This design comes from an exercise in tuning for small area, a short achievable clock period and few clock cycles on the open sky130 flow, not from production work.
The RTL was checked by simulation tests, not by an equivalence proof against the original design.

Setup of south:
==> flow/design.v <==
module rot_check (
    input  wire        clk,
    input  wire        rst,
    input  wire        ro_we,
    input  wire [5:0]  ro_addr,
    input  wire [9:0]  ro_data,
    input  wire        start,
    input  wire [6:0]  k_in,
    input  wire [5:0]  m_in,
    input  wire [10:0] pphi_in,
    input  wire        phi_valid,
    input  wire [5:0]  phi_data,
    output wire        phi_ready,
    output reg         tab_valid,
    output reg  [5:0]  tab_phi,
    output reg  [5:0]  tab_x,
    output reg  [5:0]  tab_row,
    output wire        idle,
    output reg         done,
    output reg  [3:0]  result,
    output reg  [5:0]  row_a,
    output reg  [5:0]  row_b,
    output reg  [9:0]  phase_index
);
    localparam [3:0] RES_PASS        = 4'd0;
    localparam [3:0] RES_FIRING_MAP  = 4'd1;
    localparam [3:0] RES_COVERAGE    = 4'd2;
    localparam [3:0] RES_PHASE_RANGE = 4'd5;
    localparam [3:0] RES_LIMIT       = 4'd6;
    reg        idle_r;
    reg        ready_r;
    reg        st_first;             
    reg        st_run;               
    reg        st_emit;              
    assign idle      = idle_r;
    wire       idl = ~(st_first | st_run | st_emit);
    assign phi_ready = ready_r;
    reg [6:0]  k;
    reg [5:0]  m;
    reg [10:0] pphi;
    reg        we_q;                 
    reg [5:0]  wa_q;
    reg [9:0]  wd_q;
    reg [9:0]  row_ofs [0:63];
    always @(posedge clk) begin
        we_q <= ro_we & idl;
        wa_q <= ro_addr;
        wd_q <= ro_data;
        if (we_q)
            row_ofs[wa_q] <= wd_q;
    end
    reg        pv_q;                 
    reg [5:0]  pd_q;                 
    reg [10:0] idx;                  
    reg        stream_ok;            
    reg [63:0] seen;
    reg [5:0]  dphi [1:63];          
    reg [6:0]  ndist;
    reg [5:0]  phi0;
    wire       p_take  = pv_q & st_run & ~stream_ok;
    wire       rdy_int = st_first | (st_run & ~stream_ok);    
    wire       take0   = phi_valid & (st_first | (rdy_int & ~w_started));    
    wire       p_bad   = {1'b0, pd_q} >= k;
    wire       p_new   = ~seen[pd_q];
    always @(posedge clk) begin
        pv_q <= phi_valid & rdy_int;
        pd_q <= phi_data;
        if (p_take && !p_bad && p_new && ndist != 7'd0)
            dphi[ndist[5:0]] <= pd_q;
    end
    reg        a_v;
    reg [5:0]  a_s, a_r;
    reg        b_v;
    reg [5:0]  b_r;
    reg [9:0]  b_ofs;
    reg        c_v, d_v, e_v, f_v, g_v;
    reg [5:0]  g_s;                  
    reg [10:0] c_val, d_val;
    reg [9:0]  e_val;
    reg [7:0]  f_val;
    reg [5:0]  g_x;
    reg        cov_bad;
    reg        cov_ok;               
    reg        w_started;            
    reg        fm_bad;
    reg [63:0] own_v;
    reg [5:0]  owner [0:63];
    wire [6:0] a_sinc  = {1'b0, a_s} + {1'b0, m};
    wire [5:0] a_snext = (a_sinc >= k) ? (a_sinc - k) : a_sinc[5:0];
    wire       a_last  = ({1'b0, a_r} == k - 7'd1);
    wire       a_cov   = (a_r != 6'd0) && (a_s == phi0);
    wire [6:0] g_sinc  = {1'b0, g_s} + {1'b0, m};
    wire [5:0] g_snext = (g_sinc >= k) ? (g_sinc - k) : g_sinc[5:0];
    wire [10:0] dv [0:11];
    assign dv[11] = {1'b0, b_ofs} + {5'd0, b_r};
    genvar gi;
    generate
        for (gi = 10; gi >= 0; gi = gi - 1) begin : g_red
            wire [10:0] vin = (gi == 7) ? c_val : (gi == 5) ? d_val :
                              (gi == 3) ? {1'b0, e_val} : (gi == 1) ? {3'd0, f_val} : dv[gi + 1];
            wire [10:0] sh  = vin >> gi;
            wire [7:0]  df  = {1'b0, sh[6:0]} - {1'b0, k};
            wire [10:0] lo  = vin & ((11'd1 << gi) - 11'd1);
            wire [17:0] up  = {10'd0, df} << gi;
            assign dv[gi] = df[7] ? vin : (up[10:0] | lo);
        end
    endgenerate
    wire       g_hit   = own_v[g_x];
    wire [5:0] own_rd;
    reg  [5:0] ptr;
    wire [5:0] own_a  = g_v ? g_x : ptr;
    reg  [5:0] own_q;
    integer    oi;
    always @(*) begin
        own_q = 6'd0;
        for (oi = 0; oi < 64; oi = oi + 1)
            own_q = own_q | (owner[oi] & {6{own_a == oi[5:0]}});
    end
    assign own_rd = own_q;
    reg  [9:0] ofs_rd;
    integer    ri;
    always @(*) begin
        ofs_rd = 10'd0;
        for (ri = 0; ri < 64; ri = ri + 1)
            ofs_rd = ofs_rd | (row_ofs[ri] & {10{a_s == ri[5:0]}});
    end
    wire       walk_busy = a_v | b_v | c_v | d_v | e_v | f_v | g_v;
    always @(posedge clk) begin
        if (g_v)
            owner[g_x] <= g_s;
    end
    reg [5:0]  ecnt;
    reg [6:0]  jn;
    reg [5:0]  sacc, sd;
    reg [5:0]  cur_phi;
    wire [5:0] nphi    = dphi[jn[5:0]];
    wire [6:0] sinc    = {1'b0, sacc} + {1'b0, m};
    wire [5:0] snext   = (sinc >= k) ? (sinc - k) : sinc[5:0];
    wire [6:0] pinc    = {1'b0, ptr} + 7'd1;
    wire       e_lastx = ({1'b0, ecnt} == k - 7'd1);
    wire       last_in = (idx + 11'd1 == pphi);
    wire       p_ok    = p_take & ~p_bad;
    wire       s_done  = stream_ok | (p_ok & last_in);
    wire       fm_early = fm_bad & cov_ok;
    wire       decide  = st_run & s_done & ((w_started & ~walk_busy) | fm_early);
    wire       go      = decide & ~cov_bad & ~fm_bad;
    wire       issue   = st_emit | go;
    wire       lastph  = (p_ok & p_new) ? (jn == ndist + 7'd1) : (jn == ndist);
    wire       limit_bad = (k == 7'd0) || (k > 7'd64) || ({1'b0, m} >= k) ||
                           (pphi == 11'd0) || (pphi > 11'd1024);
    integer i;
    always @(posedge clk) begin
        done      <= 1'b0;
        tab_valid <= 1'b0;
        if (idl) begin
            k    <= k_in;
            m    <= m_in;
            pphi <= pphi_in;
        end
        b_v   <= a_v & ~a_cov;
        b_r   <= a_r;
        b_ofs <= ofs_rd;
        c_v   <= b_v;
        c_val <= dv[8];
        d_v   <= c_v;
        d_val <= dv[6];
        e_v   <= d_v;
        e_val <= dv[4][9:0];
        f_v   <= e_v;
        f_val <= dv[2][7:0];
        g_v   <= f_v;
        g_x   <= dv[0][5:0];
        if (a_v) begin
            if (a_cov) begin
                cov_bad <= 1'b1;
                a_v     <= 1'b0;
            end else begin
                if (a_r == k[6:1]) cov_ok <= 1'b1;
                a_s <= a_snext;
                a_r <= a_r + 6'd1;
                if (a_last) a_v <= 1'b0;
            end
        end
        if (g_v) begin
            g_s        <= g_snext;
            own_v[g_x] <= 1'b1;
            if (g_hit && !fm_bad) begin
                fm_bad <= 1'b1;
                row_a  <= own_rd;
                row_b  <= g_s;
            end
        end
        if (st_first) begin
            st_first    <= 1'b0;
            seen        <= 64'd0;
            own_v       <= 64'd0;
            ndist       <= 7'd0;
            idx         <= 11'd0;
            stream_ok   <= 1'b0;
            cov_bad     <= 1'b0;
            cov_ok      <= 1'b0;
            w_started   <= 1'b0;
            fm_bad      <= 1'b0;
            row_a       <= 6'd0;
            row_b       <= 6'd0;
            phase_index <= 10'd0;
            a_v         <= 1'b0;
            b_v         <= 1'b0;
            c_v         <= 1'b0;
            d_v         <= 1'b0;
            e_v         <= 1'b0;
            f_v         <= 1'b0;
            g_v         <= 1'b0;
            ptr         <= 6'd0;
            ecnt        <= 6'd0;
            jn          <= 7'd1;
            sd          <= 6'd0;
            if (limit_bad) begin
                idle_r  <= 1'b1;
                ready_r <= 1'b0;
                done    <= 1'b1;
                result  <= RES_LIMIT;
            end else begin
                st_run  <= 1'b1;
            end
        end
        if (p_take) begin
            if (p_bad) begin
                st_run      <= 1'b0;
                idle_r      <= 1'b1;
                ready_r     <= 1'b0;
                done        <= 1'b1;
                result      <= RES_PHASE_RANGE;
                row_a       <= 6'd0;
                row_b       <= 6'd0;
                phase_index <= idx[9:0];
            end else begin
                if (p_new) begin
                    seen[pd_q] <= 1'b1;
                    ndist      <= ndist + 7'd1;
                end
                idx <= idx + 11'd1;
                if (last_in) begin
                    stream_ok <= 1'b1;
                    ready_r   <= 1'b0;
                end
            end
        end
        if (take0) begin
            phi0      <= phi_data;
            cur_phi   <= phi_data;
            sacc      <= phi_data;
            a_v       <= 1'b1;
            w_started <= 1'b1;
            a_s       <= phi_data;
            g_s       <= phi_data;
            a_r       <= 6'd0;
        end
        if (decide) begin
            st_run <= 1'b0;
            if (cov_bad || fm_bad) begin
                idle_r <= 1'b1;
                done   <= 1'b1;
                result <= cov_bad ? RES_COVERAGE : RES_FIRING_MAP;
                if (cov_bad) begin
                    row_a <= 6'd0;
                    row_b <= 6'd0;
                end
            end else begin
                st_emit <= 1'b1;
            end
        end
        tab_phi <= cur_phi;
        tab_x   <= ecnt;
        tab_row <= own_rd;
        if (issue) begin
            tab_valid <= 1'b1;
            ecnt      <= ecnt + 6'd1;
            ptr       <= (pinc == {1'b0, k}) ? 6'd0 : pinc[5:0];
            if (sd == 6'd0 || sacc != nphi) begin
                sacc <= snext;
                sd   <= sd + 6'd1;
            end
            if (e_lastx) begin
                ecnt <= 6'd0;
                if (lastph) begin
                    st_emit <= 1'b0;
                    idle_r  <= 1'b1;
                    done    <= 1'b1;
                    result  <= RES_PASS;
                end else begin
                    jn      <= jn + 7'd1;
                    cur_phi <= nphi;
                    ptr     <= sd;
                    sacc    <= phi0;
                    sd      <= 6'd0;
                end
            end
        end
        if (idl && start) begin
            idle_r   <= 1'b0;
            ready_r  <= 1'b1;
            st_first <= 1'b1;
        end
        if (rst) begin
            idle_r    <= 1'b1;
            ready_r   <= 1'b0;
            st_first  <= 1'b0;
            st_run    <= 1'b0;
            st_emit   <= 1'b0;
            done      <= 1'b0;
            tab_valid <= 1'b0;
        end
    end
endmodule
Settings: LEC_CHECK=0, CAP_MARGIN=40, CORE_MARGIN=2, CORE_UTILIZATION=70, CTS_BUF_LIST=sky130_fd_sc_hd__clkbuf_16, CTS_CLUSTER_DIAMETER=150, CTS_CLUSTER_SIZE=24, SLEW_MARGIN=40; clock period 27.0 ns.
standard.sh (not shown) runs the stock make flow with config.mk's settings and CLKGATE_MAP_FILE= SYNTH_SCRIPT=/design/flow/synth_recipe.tcl, a recipe that flattens the netlist after the stock synthesis.
==> flow/flow/run.sh <==
#!/bin/bash
# The standard layout (standard.sh: the standard flow's synthesis and ORFS flow, unchanged),
# except that the port buffers are sky130_fd_sc_hd__buf_2 instead of the
# smallest buffer buffer_ports picks on its own, and timing repair aims for
# more setup slack than the 27 ns clock leaves it to find on its own.
set -euo pipefail
export BUFFER_PORTS_ARGS="-buffer_cell sky130_fd_sc_hd__buf_2"
export SETUP_SLACK_MARGIN=21
bash standard.sh finish > standard_flow.log 2>&1
Testbench counts of south, summed over its fixed seeds: cycles 170,856.
The following lists how west was set up differently from south:
-- flow/design.v --
<<< south, line 109
    wire [5:0] own_rd;
    reg  [5:0] ptr;
    wire [5:0] own_a  = g_v ? g_x : ptr;
    reg  [5:0] own_q;
    integer    oi;
    always @(*) begin
        own_q = 6'd0;
        for (oi = 0; oi < 64; oi = oi + 1)
            own_q = own_q | (owner[oi] & {6{own_a == oi[5:0]}});
    end
    assign own_rd = own_q;
    reg  [9:0] ofs_rd;
    integer    ri;
    always @(*) begin
        ofs_rd = 10'd0;
        for (ri = 0; ri < 64; ri = ri + 1)
            ofs_rd = ofs_rd | (row_ofs[ri] & {10{a_s == ri[5:0]}});
    end
    wire       walk_busy = a_v | b_v | c_v | d_v | e_v | f_v | g_v;
    always @(posedge clk) begin
>>> west, line 109
    wire [5:0] own_rd;
    reg  [5:0] ptr;
    assign own_rd = owner[g_v ? g_x : ptr];
    wire       walk_busy = a_v | b_v | c_v | d_v | e_v | f_v | g_v;
    always @(posedge clk) begin
<<< south, line 160
        b_v   <= a_v & ~a_cov;
        b_r   <= a_r;
        b_ofs <= ofs_rd;
        c_v   <= b_v;
        c_val <= dv[8];
>>> west, line 145
        b_v   <= a_v & ~a_cov;
        b_r   <= a_r;
        b_ofs <= row_ofs[a_s];
        c_v   <= b_v;
        c_val <= dv[8];
Findings:
- The final critical-path share of the clock period on west is in line with that on south.
- On number of violations reported at the end of detailed-routing iteration 0, south loses to west.
- Taking south as the reference, in west layout-stage area growth over the synthesis result decreased 1.3 points, biggest cell delay along the critical path now larger, number of combinational gates with multiple inputs now sits lower, number of standard cells in the final layout excluding fillers saw a decrease.
- On west: core occupancy in the finished layout is 1.5 points lower than what south gave.
- The run with more routed wire is south, not west.
- Relative to south, met1 routing resource usage after global routing decreased by 9.4 points in west.
- Diff west and south: sequential share of layout area higher in south
Testbench counts of west, summed over its fixed seeds: cycles 170,856.

-- static timing again, ports no longer ideal --
In the flow no input, the clock included, has a driving cell. The finished layouts below were timed again as built, in two steps. Step 1 sets driving cells, clkbuf_16 on the clock port and buf_2 on the other inputs (assumed; they add their load-dependent delay and slew). Step 2 also shifts input and output timing later by t, the mid clock arrival at the registers, as if the neighbouring blocks saw the same clock. a / b / c = ideal / step 1 / step 2; a / b = the first two.
| run | shift t [ns] | setup slack, ns | worst setup path after step 2 | worst register clock-pin slew, ns |
|---|---|---|---|---|
| south | 0.792 | 20.417 / 20.333 / 20.296 | input to register | 0.11 / 0.11 |
| west | 0.771 | 20.432 / 20.356 / 20.257 | input to register | 0.12 / 0.12 |
After both steps every run listed still meets setup and hold. The setup slack of west, which loses most, moves by -0.076 ns with the drivers and by -0.175 ns with both steps.
